This design comes from an exercise in tuning for small area, a short achievable clock period and few clock cycles per item on the open sky130 flow, not from production work.
At most, simulation tests tie the RTL to the original design; equivalence was not proved.
Power figures rest on the tool's default switching activity, not on a simulated workload.

run A:
// mx_narrow
module mx_narrow (
    input  wire        clk,
    input  wire        rst,
    input  wire        in_valid,
    output wire        in_ready,
    input  wire [31:0] in_data,
    input  wire [3:0]  in_fmt,
    output wire        out_valid,
    input  wire        out_ready,
    output wire [7:0]  out_elem,
    output wire [7:0]  out_scale,
    output wire        out_last
);
Size: roughly 1600 cells after synthesis, ~700 flip-flops, ~0.021 mm² of cells after synthesis.
Settings: LEC_CHECK=0, CAP_MARGIN=0, CORE_MARGIN=2, CORE_UTILIZATION=65, CTS_BUF_LIST=sky130_fd_sc_hd__clkbuf_8 sky130_fd_sc_hd__clkbuf_16, CTS_CLUSTER_DIAMETER=60, CTS_CLUSTER_SIZE=24, PLACE_DENSITY=0.75, SLEW_MARGIN=0; clock period 18.0 ns.
standard.sh (not shown) runs the stock make flow with config.mk's settings and CLKGATE_MAP_FILE= SYNTH_SCRIPT=/design/flow/synth_recipe.tcl, a recipe that flattens the netlist after the stock synthesis.
==> flow/flow/run.sh <==
#!/bin/bash
# Standard ORFS layout, with timing repair asked to leave extra setup slack.
set -euo pipefail
bash standard.sh SETUP_SLACK_MARGIN=13.5 BUFFER_PORTS_ARGS=-buffer_cell\ sky130_fd_sc_hd__buf_1 finish > standard_make.log 2>&1
Testbench counts of run A, summed over its fixed seeds: cycles 10,520, items 320.
Modified inputs, run B compared to run A
- swapping 60 for 40 in CTS_CLUSTER_DIAMETER
- swapping 0 for 20 in SLEW_MARGIN
- swapping 0 for 20 in CAP_MARGIN
- swapping 24 for 16 in CTS_CLUSTER_SIZE
## What came out
Final cell count delta for run B relative to run A: 46 higher. Summary of run B over run A: power +about 14%; clock-buffer cell count +about 70%. In terms of worst setup slack, run A and run B differ only marginally.
--- input diff run B..run C ---
- changing CTS_CLUSTER_SIZE from 16 to 24
- changing CTS_CLUSTER_DIAMETER from 40 to 60
==> flow/flow/run.sh <==
#!/bin/bash
# Standard ORFS layout, with timing repair asked to leave extra setup slack.
set -euo pipefail
bash standard.sh SETUP_SLACK_MARGIN=13.0 BUFFER_PORTS_ARGS=-buffer_cell\ sky130_fd_sc_hd__buf_1 finish > standard_make.log 2>&1
Against run B, run C reports a met1 track demand over resource in global routing that is lower. Run B -> run C: clock-buffer cell count decreased by more than a quarter. [compare] base=run B new=run C: non-clock buffer instance count of the final layout shows a reduction of 23%; non-filler instance count after layout fell 3.2%; area share of buffers outside the clock network now sits lower. Static leakage: run B and run C compared, lower one is run C. Routed wire length, run C vs run B: down by a few percent. As of run C, total power consumption of the routed design had fallen by more than 10% compared to run B. Compared with run B, run C degrades highest attainable clock frequency. Run C against run B: sequential cell area in the final layout stayed essentially flat; core utilization shows a reduction of 4.1 points.
Inputs modified between run C and run D:
- a change of CTS_CLUSTER_SIZE from 24 to 30
==> flow/flow/run.sh <==
#!/bin/bash
# Standard ORFS layout, with timing repair asked to leave extra setup slack.
set -euo pipefail
bash standard.sh SETUP_SLACK_MARGIN=13.5 BUFFER_PORTS_ARGS=-buffer_cell\ sky130_fd_sc_hd__buf_1 finish > standard_make.log 2>&1
[summary]
- For routed wire length, run D and run C come out practically identical.
- [compare] base=run C new=run D: sequential share of power now larger; sequential portion of the cell area lost 0.97 points.
- On worst hold slack across all endpoints, the lower figure sits with run C, not run D.
- Post-detailed-placement half-perimeter wirelength went down slightly going from run C to run D.
- Run comparison: run C highest signal layer in the routed design met5; run D highest signal layer in the routed design met4
- Compared run D vs run C, and global-route track usage on met3 is down in run D.
- As of run D, fmax had risen by a few percent compared to run C.

mx_narrow, a different RTL version from the one above (not shown whole).
For scale: about 1700 cells after synthesis, about 59 I/O pins, ~22000 um^2 of cells after synthesis.
export LEC_CHECK = 0
export CAP_MARGIN = 20
export CORE_MARGIN = 2
export CORE_UTILIZATION = 40
export PLACE_DENSITY = 0.6
export SLEW_MARGIN = 20
create_clock -name core_clock -period 18.0 [get_ports {clk}]
run.sh (not shown) runs the stock make flow with config.mk's settings and CLKGATE_MAP_FILE= SYNTH_SCRIPT=/design/flow/synth_recipe.tcl, a recipe that flattens the netlist after the stock synthesis.
Stock flow here: none of the scripts above is used.
==> next run, changes <==
==> flow/flow/run.sh (new file) <==
#!/bin/bash
# Standard ORFS layout, with timing repair asked to leave extra setup slack.
set -euo pipefail
bash standard.sh SETUP_SLACK_MARGIN=12.5 finish > standard_make.log 2>&1
==> flow/standard.sh (new file) <==
#!/bin/bash
# synth_recipe.tcl (not shown) runs the flow's synth.tcl, then flattens the netlist and writes it again
# the make line also repeats each setting of config.mk as NAME=value (left out here)
make -C /OpenROAD-flow-scripts/flow DESIGN_CONFIG=/design/flow/config.mk WORK_HOME=/design/flow/orfs CLKGATE_MAP_FILE= SYNTH_SCRIPT=/design/flow/synth_recipe.tcl "${@:-finish}"
removed: flow/run.sh
Setup slack improves by 0.76 ns.
Design area is about the same.
Synthesized area stays the same.
Sequential power hardly moves.
Sequential share of layout area hardly moves.
Via count grows by 1.2%.
Routed wire length climbs by 0.33%.
Sequential cell count does not change.
First-iteration DRC count came out higher by 8.0%.
Critical path depth grows by 2.
==> next run, changes <==
==> flow/flow/run.sh (replaced) <==
#!/bin/bash
# Standard ORFS layout, with timing repair asked to leave extra setup slack.
set -euo pipefail
bash standard.sh SETUP_SLACK_MARGIN=13.5 finish > standard_make.log 2>&1
Setup slack improved by 0.69 ns.
Cell area grows slightly.
Wire length grows slightly.
==> next run, changes <==
Settings changed: CTS_BUF_LIST set to sky130_fd_sc_hd__clkbuf_4.
After rerunning: Register-to-register slack is better by 0.02 ns; worst setup slack loses 0.36 ns; flip-flop and latch count is unchanged; sequential share of layout area came out higher by 0.59 points; wire length is higher by 2.1%; die area stays the same; total power fell by 5.6%; clock skew rose by 0.067 ns.
No run of this note included a check of the RTL's function; only the layout flow was run.

RTL: one of the versions met above, not the one the previous note started from.
Size in the first run: ~1600 cells after synthesis, roughly 21000 µm² of cells after synthesis.
Settings: LEC_CHECK=0, CAP_MARGIN=20, CORE_MARGIN=2, CORE_UTILIZATION=65, CTS_BUF_LIST=sky130_fd_sc_hd__clkbuf_8 sky130_fd_sc_hd__clkbuf_16, CTS_CLUSTER_DIAMETER=60, CTS_CLUSTER_SIZE=24, PLACE_DENSITY=0.85, SLEW_MARGIN=20; clock period 18.0 ns.
standard.sh (not shown) runs the stock make flow with config.mk's settings and CLKGATE_MAP_FILE= SYNTH_SCRIPT=/design/flow/synth_recipe.tcl, a recipe that flattens the netlist after the stock synthesis.
==> flow/flow/run.sh <==
#!/bin/bash
# Standard ORFS layout, with timing repair asked to leave extra setup slack.
set -euo pipefail
bash standard.sh SETUP_SLACK_MARGIN=13.5 BUFFER_PORTS_ARGS=-buffer_cell\ sky130_fd_sc_hd__buf_1 finish > standard_make.log 2>&1
The starting point passed the timing, design-rule and antenna checks.
Testbench counts at the start, summed over its fixed seeds: cycles 10,520, items 320.
Then changed:
==> flow/flow/run.sh (replaced) <==
#!/bin/bash
# Standard ORFS layout, with timing repair asked to leave extra setup slack.
set -euo pipefail
bash standard.sh SETUP_SLACK_MARGIN=13.4 BUFFER_PORTS_ARGS=-buffer_cell\ sky130_fd_sc_hd__buf_1 finish > standard_make.log 2>&1
Settings changed: CORE_UTILIZATION 65 to 70, CTS_CLUSTER_DIAMETER 60 to 50, PLACE_DENSITY 0.85 to 0.8.
Result: The new run completed with no timing, DRC or antenna violations; setup slack degrades by 0.18 ns; global-route usage went up by 5.2 points; sequential cell count stays the same; combinational power climbs by a few percent; area after synthesis stays the same; fmax came out lower by a few percent; clock-buffer cell count rises by 4; utilization increases by 6.7 points; wire length is higher by about a fifth.
Then changed:
==> flow/flow/run.sh (replaced) <==
#!/bin/bash
# Standard ORFS layout, with timing repair asked to leave extra setup slack.
set -euo pipefail
bash standard.sh SETUP_SLACK_MARGIN=13.5 BUFFER_PORTS_ARGS=-buffer_cell\ sky130_fd_sc_hd__buf_1 finish > standard_make.log 2>&1
Settings changed: CORE_UTILIZATION 70 to 65, CTS_CLUSTER_DIAMETER 50 to 60, PLACE_DENSITY 0.8 to 0.75.
After rerunning:
- final cell count barely changes
- via count went down by 7.9%
- total power went down by 4.2%
- clock-buffer cell count went down by 4
- worst setup slack gains 0.17 ns
- first-iteration DRC count went down by 42%
- sequential share of layout area went up by 0.57 points
- sequential power stays flat
- global-route usage went down by 5.7 points
Then changed:
==> flow/flow/run.sh (replaced) <==
#!/bin/bash
# Standard ORFS layout, with timing repair asked to leave extra setup slack.
set -euo pipefail
bash standard.sh SETUP_SLACK_MARGIN=13.7 BUFFER_PORTS_ARGS=-buffer_cell\ sky130_fd_sc_hd__buf_1 finish > standard_make.log 2>&1
What happened: The changed run finished clean. Wire length grows by 4.3%. Power goes up by 0.44%. Design area came out higher by 1.8%. Die area does not change.

alpha:
mx_narrow, a different RTL version from the one above (not shown whole).
For scale: about 1600 cells after synthesis, about 59 I/O pins.
Settings: LEC_CHECK=0, CAP_MARGIN=20, CORE_MARGIN=2, CORE_UTILIZATION=65, CTS_BUF_LIST=sky130_fd_sc_hd__clkbuf_16, CTS_CLUSTER_DIAMETER=70, CTS_CLUSTER_SIZE=30, PLACE_DENSITY=0.75, SLEW_MARGIN=20; clock period 18.0 ns.
==> flow/flow/run.sh <==
#!/bin/bash
# Standard ORFS layout, with timing repair asked to leave extra setup slack.
set -euo pipefail
bash standard.sh SETUP_SLACK_MARGIN=13.5 BUFFER_PORTS_ARGS=-buffer_cell\ sky130_fd_sc_hd__buf_1 finish > standard_make.log 2>&1
Every stage of the flow completed for alpha, and the final layout passed the timing, design-rule and antenna checks.
Testbench counts of alpha, summed over its fixed seeds: cycles 10,520, items 320.
For beta, these inputs were changed with respect to alpha:
- CORE_UTILIZATION now 75, was 65
- PLACE_DENSITY now 0.85, was 0.75
Results
- beta reached the end of the flow, and the finished layout is clean on the timing, design-rule and antenna checks.
- In beta, the combinational share of power came out 0.4 points above the value in alpha.
- Higher fraction of standard cell area that is sequential goes to beta over alpha.
- The worst setup slack reported for beta is smaller than that of alpha by 0.060 ns.
- Reported for beta and alpha, average instance area after synthesis turned out identical to the last digit.
- In beta, the final design instance area without fill came out 1.6% below the value in alpha.
- [compare] base=alpha new=beta: area after detailed placement fell by about 0.4%; floorplan die width went down 13 um.

mx_narrow again, from the RTL that the note above started with.
==> flow/config.mk <==
export PLATFORM = sky130hd
export DESIGN_NAME = mx_narrow
export DESIGN_NICKNAME = mx_narrow
export VERILOG_FILES = /design/flow/design.v
export SDC_FILE = /design/flow/constraint.sdc
export NUM_CORES = 4
export LEC_CHECK = 0
export CAP_MARGIN = 20
export CORE_MARGIN = 2
export CORE_UTILIZATION = 65
export CTS_BUF_LIST = sky130_fd_sc_hd__clkbuf_16
export CTS_CLUSTER_DIAMETER = 70
export CTS_CLUSTER_SIZE = 30
export PLACE_DENSITY = 0.75
export SLEW_MARGIN = 20
==> flow/constraint.sdc <==
create_clock -name core_clock -period 18.0 [get_ports {clk}]
set_input_delay 3.6000 -clock core_clock [delete_from_list [all_inputs] [get_ports {clk}]]
set_output_delay 3.6000 -clock core_clock [all_outputs]
set_load 0.01 [all_outputs]
==> flow/flow/run.sh <==
#!/bin/bash
# Standard ORFS layout, with timing repair asked to leave extra setup slack.
set -euo pipefail
bash standard.sh SETUP_SLACK_MARGIN=14 BUFFER_PORTS_ARGS=-buffer_cell\ sky130_fd_sc_hd__buf_1 finish > standard_make.log 2>&1
The baseline produced a clean layout.
Testbench counts at the start, summed over its fixed seeds: cycles 10,520, items 320.
Change:
==> flow/flow/run.sh (replaced) <==
#!/bin/bash
# Standard ORFS layout, with timing repair asked to leave extra setup slack.
set -euo pipefail
bash standard.sh SETUP_SLACK_MARGIN=13.5 finish > standard_make.log 2>&1
--- a/flow/config.mk
+++ b/flow/config.mk
@@ -9,7 +9,7 @@
 export CORE_MARGIN = 2
 export CORE_UTILIZATION = 65
-export CTS_BUF_LIST = sky130_fd_sc_hd__clkbuf_16
-export CTS_CLUSTER_DIAMETER = 70
-export CTS_CLUSTER_SIZE = 30
+export CTS_BUF_LIST = sky130_fd_sc_hd__clkbuf_8
+export CTS_CLUSTER_DIAMETER = 50
+export CTS_CLUSTER_SIZE = 20
 export PLACE_DENSITY = 0.75
 export SLEW_MARGIN = 20
Effect:
- The changed run ran to the end with no violations
- via count falls by 1.3%
- sequential share of layout area climbs by 0.90 points
- routed wire length is lower by about 3.6%
- core utilization fell by 1.0 points
- power falls by 1.7%
- fmax shrinks by about 1.8%
- sequential power hardly moves
- worst hold slack stays flat
- first-iteration DRC count grows by about 18%
- global-route usage drops by 0.35 points

## static timing again, ports no longer ideal
In the flow no input, the clock included, has a driving cell. The finished layouts below were timed again as built, in two steps. Step 1 (the two cells are an assumption about what drives the block):
set clk [get_ports {clk}]
set_driving_cell -lib_cell sky130_fd_sc_hd__clkbuf_16 $clk
set_driving_cell -lib_cell sky130_fd_sc_hd__buf_2 [delete_from_list [all_inputs] $clk]
Step 2 times the ports against the registers' clock, not the clock port: input delays grow and output delays shrink by t, the midpoint of the rising clock arrivals with the driver on. a / b / c = ideal / step 1 / step 2; a / b = the first two.
run	t (ns)	slack for setup (ns)	worst data-port slew with drivers (ns)
run A	0.595	13.315 / 13.291 / 12.922	0.06
run B	0.604	13.315 / 13.293 / 12.917	0.06
run C	0.586	13.088 / 13.088 / 12.641	0.06
run D	0.585	13.341 / 13.315 / 12.869	0.07
the first run of note 2	0.643	11.818 / 11.850 / 11.207	0.05
the second run of note 2	0.626	12.576 / 12.608 / 11.982	0.05
the third run of note 2	0.639	13.264 / 13.211 / 12.856	0.05
the fourth run of note 2	0.964	12.908 / 12.857 / 12.595	0.05
the first run of note 3	0.596	13.330 / 13.279 / 12.796	0.08
the second run of note 3	0.615	13.149 / 13.149 / 12.910	0.06
the third run of note 3	0.595	13.315 / 13.291 / 12.922	0.06
the fourth run of note 3	0.591	13.339 / 13.287 / 12.803	0.05
alpha	0.589	13.326 / 13.276 / 12.902	0.05
beta	0.637	13.266 / 13.217 / 12.862	0.04
the first run of note 5	0.645	13.231 / 13.180 / 12.913	0.07
the second run of note 5	0.701	13.144 / 13.095 / 12.789	0.05
After both steps every run listed still meets setup and hold. The setup slack of the first run of note 2, which loses most, moves by +0.032 ns with the drivers and by -0.611 ns with both steps.
